Source: an optimization exercise on an open RTL-to-GDS flow (aim: small area and a short achievable clock period). Production flows keep margins and buffers that such runs may drop.
Only simulation tests tie the RTL to the original design; equivalence was not proved.

## flow/design.v (module list and top-level ports; edited modules follow where they fit)
// module sab: 771 lines
module sab (
    input  wire        clk,
    input  wire        rst,         
    input  wire        ce,          
    input  wire        load,        
    input  wire        sub,         
    input  wire [13:0] a,
    input  wire [13:0] d,
    input  wire [13:0] b,
    input  wire [4:0]  ea,
    input  wire [4:0]  eb,
    input  wire        cfg_asign,
    input  wire        cfg_bsign,
    input  wire        cfg_preadd,
    input  wire        cfg_scaled,
    input  wire [5:0]  cfg_accexp,
    input  wire        cfg_accsat,
    input  wire [1:0]  cfg_ofmt,
    input  wire [5:0]  cfg_oshift,
    input  wire [1:0]  cfg_rmode,
    input  wire        cfg_osat,
    input  wire        cfg_osign,
    output reg  [41:0] out,
    output reg  [4:0]  oexp,
    output reg         satf,
    output reg         accov
);
  // ...
==> flow/flow/run.sh <==
#!/bin/bash
set -euo pipefail
cd "$(dirname "$0")/.."
export SETUP_SLACK_MARGIN=${SETUP_SLACK_MARGIN_OVERRIDE:-12}
bash standard.sh > flow_make.log 2>&1
==> flow/standard.sh <==
#!/bin/bash
# synth_recipe.tcl (not shown) runs the flow's synth.tcl, then flattens the netlist and writes it again
# the make line also repeats each setting of config.mk as NAME=value (left out here)
make -C /OpenROAD-flow-scripts/flow DESIGN_CONFIG=/design/flow/config.mk WORK_HOME=/design/flow/orfs CLKGATE_MAP_FILE= SYNTH_SCRIPT=/design/flow/synth_recipe.tcl "${@:-finish}"
==> flow/config.mk <==
export PLATFORM = sky130hd
export DESIGN_NAME = sab
export DESIGN_NICKNAME = sab
export VERILOG_FILES = /design/flow/design.v
export SDC_FILE = /design/flow/constraint.sdc
export NUM_CORES = 4
export LEC_CHECK = 0
export ABC_AREA = 1
export CAP_MARGIN = 20
export CORE_MARGIN = 2
export CORE_UTILIZATION = 40
export PLACE_DENSITY = 0.6
export SLEW_MARGIN = 20
==> flow/constraint.sdc <==
create_clock -name core_clock -period 16.0 [get_ports {clk}]
set_input_delay 3.2000 -clock core_clock [delete_from_list [all_inputs] [get_ports {clk}]]
set_output_delay 3.2000 -clock core_clock [all_outputs]
set_load 0.01 [all_outputs]
==> impl_metrics.toml, run 1 <==
[clocking]
clkSlewWorstSetupHoldPaths_ns = 0.06
clock_latency_ns = 0.57

[drt]
route.met2.wl_mm = 60.3
drt_iter0_drc = 3998
drc = 0
met1_length_mm = 52.8

[critical_path]
critPathSlowestCell = "fa_2"
critPathCaptureType = "register"
crit_top_cell = "nand2_1"
reg2reg_depth = 23
crit_chain = "clkinvlp_4 > nand2_2 > o21ai_4 > buf_12 > buf_4 > o22ai_1 > xor2_1 > fa_2 > fa_1 > inv_1 > fa_1 > fa_2 > ha_2 > a21oi_2 > o21ai_2 > a21oi_2 > o21ai_2 > nand2_1 > nand2_1 > nand2_1 > nand2_1 > nand2_1 > nand2_2"
cp_max_fo = 10
cp-start-kind = "register"

[die]
ios = 129
tapCellCount = 1060

[hold_path]
hold_class = "register to register"
hp-start = "load_q"

[timing]
clock-skew-final_ns = 0.0270
rsz0062_at_grt = "true"
tightest_slew_ns = 1.11

[global_route]
antenna_found_initial = 2
use_met3 = 0.0450
grt_pass1_wl_mm = 192

[finish]
layout_commonest_cell = "nand2_1"
buf_share = 0.126
seq_cell_count = 301
nMultiInputCombCells = 3642
final_cell_mix = "991 x nand2_1, 461 x inv_1, 405 x nand3_1, 325 x o21ai_0, 316 x nor2_1"
nNonClkBuffers = 501
final_core_util = 0.533

[yosys]
synth_seq_cells = 301
synth_top_family_by_area = "simple AND/OR/NAND/NOR gates"
synth_fp_nets = 5055
synth.mux.area_fraction = 0.0103
synth_edf_count = 182
avgSynthCellArea_um2 = 6.87
synth_area_leaders = "edfxtp_1 17%, nand2_1 12%, dfxtp_1 7.4%"
yosysSeqAreaShare = 0.243

[status]
outcome = "no timing/DRC/antenna violations"
==> inputs of run 2 (changes only) <==
--- a/flow/design.v
+++ b/flow/design.v
@@ -474,17 +474,36 @@
     wire m_s219 = m_c166 ^ m_s167 ^ 1'b1;
     wire m_c220 = (m_c166 & m_s167) | (m_c166 & 1'b1) | (m_s167 & 1'b1);
     wire m_s221 = m_c168 ^ ~pp6_16 ^ pp7_14;
     wire m_c222 = (m_c168 & ~pp6_16) | (m_c168 & pp7_14) | (~pp6_16 & pp7_14);
     wire m_s223 = pp7_15 ^ 1'b1;
     wire m_c224 = pp7_15 & 1'b1;
     wire [29:0] m_ra = {m_c222, m_c220, m_c218, m_c216, m_c214, m_c212, m_c210, m_c208, m_c206, m_c204, m_c202, m_c200, m_c198, m_c196, m_c194, m_c192, m_c190, m_c188, m_c186, m_c184, m_c182, m_c180, m_c178, m_c176, m_c174, m_c172, m_c170, m_s169, pp0_1, pp0_0};
     wire [29:0] m_rb = {m_s223, m_s221, m_s219, m_s217, m_s215, m_s213, m_s211, m_s209, m_s207, m_s205, m_s203, m_s201, m_s199, m_s197, m_s195, m_s193, m_s191, m_s189, m_s187, m_s185, m_s183, m_s181, m_s179, m_s177, m_s175, m_s173, m_s171, bn1, 1'b0, bn0};
-    wire [29:0] prod_w = m_ra + m_rb;
+    wire [4:0] prod_w_b0 = {1'b0, m_ra[3:0]} + {1'b0, m_rb[3:0]} + {4'd0, 1'b0};
+    wire [4:0] prod_w_z1 = {1'b0, m_ra[7:4]} + {1'b0, m_rb[7:4]};
+    wire [4:0] prod_w_o1 = {1'b0, m_ra[7:4]} + {1'b0, m_rb[7:4]} + 5'd1;
+    wire [4:0] prod_w_b1 = prod_w_b0[4] ? prod_w_o1 : prod_w_z1;
+    wire [4:0] prod_w_z2 = {1'b0, m_ra[11:8]} + {1'b0, m_rb[11:8]};
+    wire [4:0] prod_w_o2 = {1'b0, m_ra[11:8]} + {1'b0, m_rb[11:8]} + 5'd1;
+    wire [4:0] prod_w_b2 = prod_w_b1[4] ? prod_w_o2 : prod_w_z2;
+    wire [4:0] prod_w_z3 = {1'b0, m_ra[15:12]} + {1'b0, m_rb[15:12]};
+    wire [4:0] prod_w_o3 = {1'b0, m_ra[15:12]} + {1'b0, m_rb[15:12]} + 5'd1;
+    wire [4:0] prod_w_b3 = prod_w_b2[4] ? prod_w_o3 : prod_w_z3;
+    wire [4:0] prod_w_z4 = {1'b0, m_ra[19:16]} + {1'b0, m_rb[19:16]};
+    wire [4:0] prod_w_o4 = {1'b0, m_ra[19:16]} + {1'b0, m_rb[19:16]} + 5'd1;
+    wire [4:0] prod_w_b4 = prod_w_b3[4] ? prod_w_o4 : prod_w_z4;
+    wire [5:0] prod_w_z5 = {1'b0, m_ra[24:20]} + {1'b0, m_rb[24:20]};
+    wire [5:0] prod_w_o5 = {1'b0, m_ra[24:20]} + {1'b0, m_rb[24:20]} + 6'd1;
+    wire [5:0] prod_w_b5 = prod_w_b4[4] ? prod_w_o5 : prod_w_z5;
+    wire [5:0] prod_w_z6 = {1'b0, m_ra[29:25]} + {1'b0, m_rb[29:25]};
+    wire [5:0] prod_w_o6 = {1'b0, m_ra[29:25]} + {1'b0, m_rb[29:25]} + 6'd1;
+    wire [5:0] prod_w_b6 = prod_w_b5[5] ? prod_w_o6 : prod_w_z6;
+    wire [29:0] prod_w = {prod_w_b6[4:0], prod_w_b5[4:0], prod_w_b4[3:0], prod_w_b3[3:0], prod_w_b2[3:0], prod_w_b1[3:0], prod_w_b0[3:0]};
     wire [6:0] ax43 = {1'b0, c_accexp} + 7'd43;
     wire [6:0] sa_w = ({1'b0, ep_q} > ax43)             ? 7'd0 :
                       ({1'b0, ep_q} + 7'd31 < {1'b0, c_accexp}) ? 7'd74 :
                       ax43 - {1'b0, ep_q};
     reg  [29:0] prod_q;
     reg  [6:0]  sa_q;
     reg         load1_q;
     always @(posedge clk) begin
@@ -530,17 +549,17 @@
     wire [43:0] base   = ld ? 44'd0 : {{2{acc[41]}}, acc};
     wire [44:0] sum_c  = {base, 1'b1} + {addend[42], addend, add_up};    
     wire [43:0] sum    = sum_c[44:1];
     wire        s_neg  = big ? alneg_q : sum[43];
     wire        ovf    = big | (sum[43:41] != 3'b000 && sum[43:41] != 3'b111);
     wire [41:0] acc_w  = (ovf & c_accsat) ? {s_neg, {41{~s_neg}}} : sum[41:0];
     wire        v_in   = c_sc ? v2 : v1;     
     always @(posedge clk) begin
-        if (rst | !v_in) begin           
+        if (rst | (ce & !v_in)) begin
             acc <= 42'd0; accov_q <= 1'b0;
         end else if (ce) begin
             acc     <= acc_w;
             accov_q <= ovf;
         end
     end
     wire [63:0] lz_y = {acc[40:0] ^ {41{acc[41]}}, 1'b1, 22'd0};
     wire lz_v0_0 = lz_y[63] | lz_y[62];
@@ -748,17 +767,17 @@
                          (q[13:0] == 14'h2fff);                         
     wire        f31    = f32_q & c_near & hf & (q[14:0] == 15'h5fff);   
     wire        g31    = (g0_q == 5'd31);
     wire        sc_fit = c0_q | (uncl_q & !(adj_p & g31)) | f31;
     wire [4:0]  sc_exp = (adj_p & !g31) ? g0_q + 5'd1 : adj_m ? g0_q - 5'd1 : g0_q;
     wire [13:0] sc_m   = (adj_p & !g31) ? 14'd4096 : adj_m ? 14'h2000 : r[13:0];
     wire [13:0] sc_res = (sc_fit | ~c_osat) ? sc_m : (acc_d[41] ? 14'h2000 : 14'h1fff);
     always @(posedge clk) begin
-        if (rst | !v0) begin             
+        if (rst | (ce & !v0)) begin
             out <= 42'd0; oexp <= 5'd0; satf <= 1'b0; accov <= 1'b0;
         end else if (ce) begin
             if (c_sc) begin
                 out  <= {{28{sc_res[13]}}, sc_res};
                 oexp <= sc_exp;
                 satf <= !sc_fit;
             end else begin
                 out  <= fx_out;
==> flow/flow/run.sh (replaced) <==
#!/bin/bash
set -euo pipefail
cd "$(dirname "$0")/.."
export SETUP_SLACK_MARGIN=${SETUP_SLACK_MARGIN_OVERRIDE:-11}
bash standard.sh > flow_make.log 2>&1
==> run 2 against run 1 <==
  * Critical path depth is 4 higher
  * Synthesized area is 0.32% lower
  * Register-to-register slack worse by 0.55 ns
  * Non-clock buffer count is 221 lower
  * First-iteration DRC count is 10% lower
  * Sequential cell count stayed put
  * Final area is 12% lower
  * Clock skew is 0.0018 ns lower
  * Critical endpoint is now prod_q[24]
  * Largest cell class unchanged
==> impl_metrics.toml, run 2 <==
[status]
outcome = "no timing/DRC/antenna violations"

[yosys]
synth.mux.area_fraction = 0.00824
synth_area_leaders = "edfxtp_1 17%, nand2_1 12%, dfxtp_1 7.4%"
synth_seq_cells = 301
yosys_warnings = 1
synth-xor-area-share = 0.0721
yosysSeqAreaShare = 0.244
synth_top_family_by_area = "simple AND/OR/NAND/NOR gates"
netlist_instances = 4675
synth-main-ff-cell = "edfxtp_1"
synth_simple_gate_area_frac = 0.279
synthAdderAreaFrac = 0.135
yosysTopAreaCell = "edfxtp_1"
yosysMostFrequentCell = "nand2_1"
synth_edf_count = 182
avgSynthCellArea_um2 = 6.88
synth_fp_nets = 5042
synth_compound_area_frac = 0.167
synth_cell_types = 66
synth_top_area_frac = 0.170
syn_area_mm2 = 0.0322
synthArstFlopShare = 0
synth_common_cells = "1,057 x nand2_1, 515 x inv_1, 449 x nand3_1"

[placed_design]
gp_congestion = 0.980
portBuffers = 128
hpwl_mm = 86.2

[critical_path]
path_class = "register to register"
worstPathArrival_ns = 6.04
cp-start-kind = "register"
critPathCaptureType = "register"
required_ns = 16.37
cp_max_fo = 3

[drt]
num_vias = 33200
routed_wl_mm = 117
final_antenna_net_count = 0
viasPerCell = 5.65
drtPass1Iterations = 7
drc = 0
drt_iter0_drc = 3584
wl_per_cell_um = 19.9

[clocking]
htreeDepth = 2
cts_buffer_depth = 3
numCtsBuffers = 38
clock_latency_ns = 0.57
ctsHoldBuffers = 0
cts_num_sinks = 301
cts-root-buf = "clkbuf_16"
tritoncts = "yes"
clkSlewWorstSetupHoldPaths_ns = 0.06

[run]
drv_cap = 0

[finish]
regMostFlops = "al_q"
drive_gt1_frac = 0.106
largest_reg_flops = 43
layout_commonest_cell = "nand2_1"
final_nets = 5148
final_cell_mix = "1,021 x nand2_1, 494 x inv_1, 444 x nand3_1, 383 x nor2_1, 360 x o21ai_0"
n_fill_cell = 8236
area_growth_pct = 16.3

[global_route]
antenna_found_initial = 1
grt-ovfl-total = 0
grt_pass1_vias = 31100
grt.total_usage = 0.272
grt_pass1_wl_mm = 177
grt_max_degree = 75

[die]
die_h_um = 288
initial_core_util = 0.402
die-area_mm2 = 0.0827
rows = 104
core_mm2 = 0.0802
ios = 129
die_w_um = 288

[timing]
slew_headroom = 0.383
hold_viol_final = 0
tightest_slew_ns = 0.925
finalSetupViolations = 0
fin_crit_sh = 0.354
clock-skew-final_ns = 0.0252
rsz0062_at_grt = "true"
worst_hold_slack_ns = 0.423
setup_tns_ns = 0
fmax_ghz = 0.176
finalMaxSlewViolations = 0
min_period_ns = 5.67

[hold_path]
hold_class = "register to register"
-- run 2: cell types whose count changed in the layout (fill, tap and decap cells not counted), sizes merged, moves of 18 or more --
cell           previous run  this run
nand4                    36        56
clkdlybuf4s50            53       118
clkbuf                   71        49
a21oi                   282       264
xnor2                    54        74
nand3                   486       466
buf                     397       150
nand2                  1108      1074
-- run 2: worst max-delay path: stages, from the launching register on --
cell,delay [ns]
edfxtp_1,0.48
buf_6,0.18
buf_6,0.11
nand2_4,0.06
nand2_2,0.06
o21ai_4,0.10
buf_6,0.13
o22ai_2,0.05
xor2_1,0.17
fa_1,0.56
fa_1,0.43
fa_1,0.49
inv_1,0.05
fa_1,0.46
ha_2,0.21
fa_1,0.50
ha_2,0.19
nand3_2,0.08
xnor2_1,0.13
nand2_1,0.07
nand2_2,0.10
inv_2,0.06
nand2_2,0.08
nand2_4,0.06
buf_4,0.13
buf_6,0.12
nor4_4,0.14
xor2_1,0.26
-- run 2: per-stage QoR --
stage	instance area (µm²)	setup WS (ns)	std cells	util
final	37400	10.33	5872	0.467
after global routing	37400	10.15	5871	0.467
after CTS	36600	10.47	5820	0.457
after detailed placement	34100	8.85	5671	0.426
after global placement	34100	8.84	5670	0.426
after floorplan	32400	10.05	4675	-
-- run 2: path summary, 6_finish.rpt --
path | start | end | slack, ns | depth (start not counted)
worst max-delay path | b_q[3] | prod_q[24] | 10.33 | 27
worst max register to register | b_q[3] | prod_q[24] | 10.33 | 27
worst min register to register | load_q | load1_q | 0.42 | 0
worst min-delay path | load_q | load1_q | 0.42 | 0
-- run 2: repair_timing --
action / CTS / global route
setup buffers: 72 / 46
setup endpoints to repair: 143 / 123
pin swaps: 59 / 67
gates cloned: 7 / 5
resized for setup: 153 / 107
-- run 2: kinds of logic (layout without fill, tap and decap cells) --
family,count (synthesis),after routing
AND/OR/NAND/NOR,2089,2089
AO/OA/AOI/OAI,941,941
buffers and inverters,766,902
flip-flops,301,301
adder cells (fa/ha/maj),287,287
XOR/XNOR,265,265
multiplexers,26,26
other,0,1
-- run 2: per-layer routing --
layer	up-vias	global-route usage	wire length, µm
li1	15900	-	-
met1	15500	0.358	49400
met2	1504	0.451	53800
met3	274	0.0413	9000
met4	0	0.0965	4480
met5	-	0	0
-- run 2: area by class of cell --
class,instances,area (µm²),area share
Antenna cell,1,2.50,0.0000668
Tap cell,1060,1330,0.0354
Multi-Input combinational cell,3608,22000,0.589
Clock inverter,24,243,0.00648
Clock buffer,46,1050,0.0281
Timing Repair inverter,8,68.8,0.00184
Sequential cell,301,7850,0.210
Inverter,544,2160,0.0578
Timing Repair Buffer,280,2690,0.0719

==> port drivers added, routing unchanged <==
Ports are ideal in the flow. The routed layouts listed here were re-timed in OpenROAD.
Step 1, drivers: a clkbuf_16 drives clk and a buf_2 each remaining input, both assumed.
Step 2 adds t to the input delays and takes it off the output delays; t is the mean of the earliest and latest rising clock arrival at the registers after step 1. Input paths then give back, and output paths get back, about the clock's delay inside the block.
Three values: no drivers, after step 1, after step 2; two values: the first two.
run | t (ns) | slack for setup (ns) | worst hold slack (ns) | slew at the worst register clock pin (ns) | worst slew at a driven data input, ns
run 1 | 0.623 | 10.880 / 10.880 / 10.276 | 0.419 / 0.419 / 0.419 | 0.06 / 0.06 | 0.23
run 2 | 0.627 | 10.333 / 10.333 / 10.122 | 0.423 / 0.423 / 0.423 | 0.07 / 0.07 | 0.12
After both steps every run listed still meets setup and hold. For run 1, which loses most, drivers alone change the setup slack by 0.000 ns; drivers and shift together by -0.604 ns.
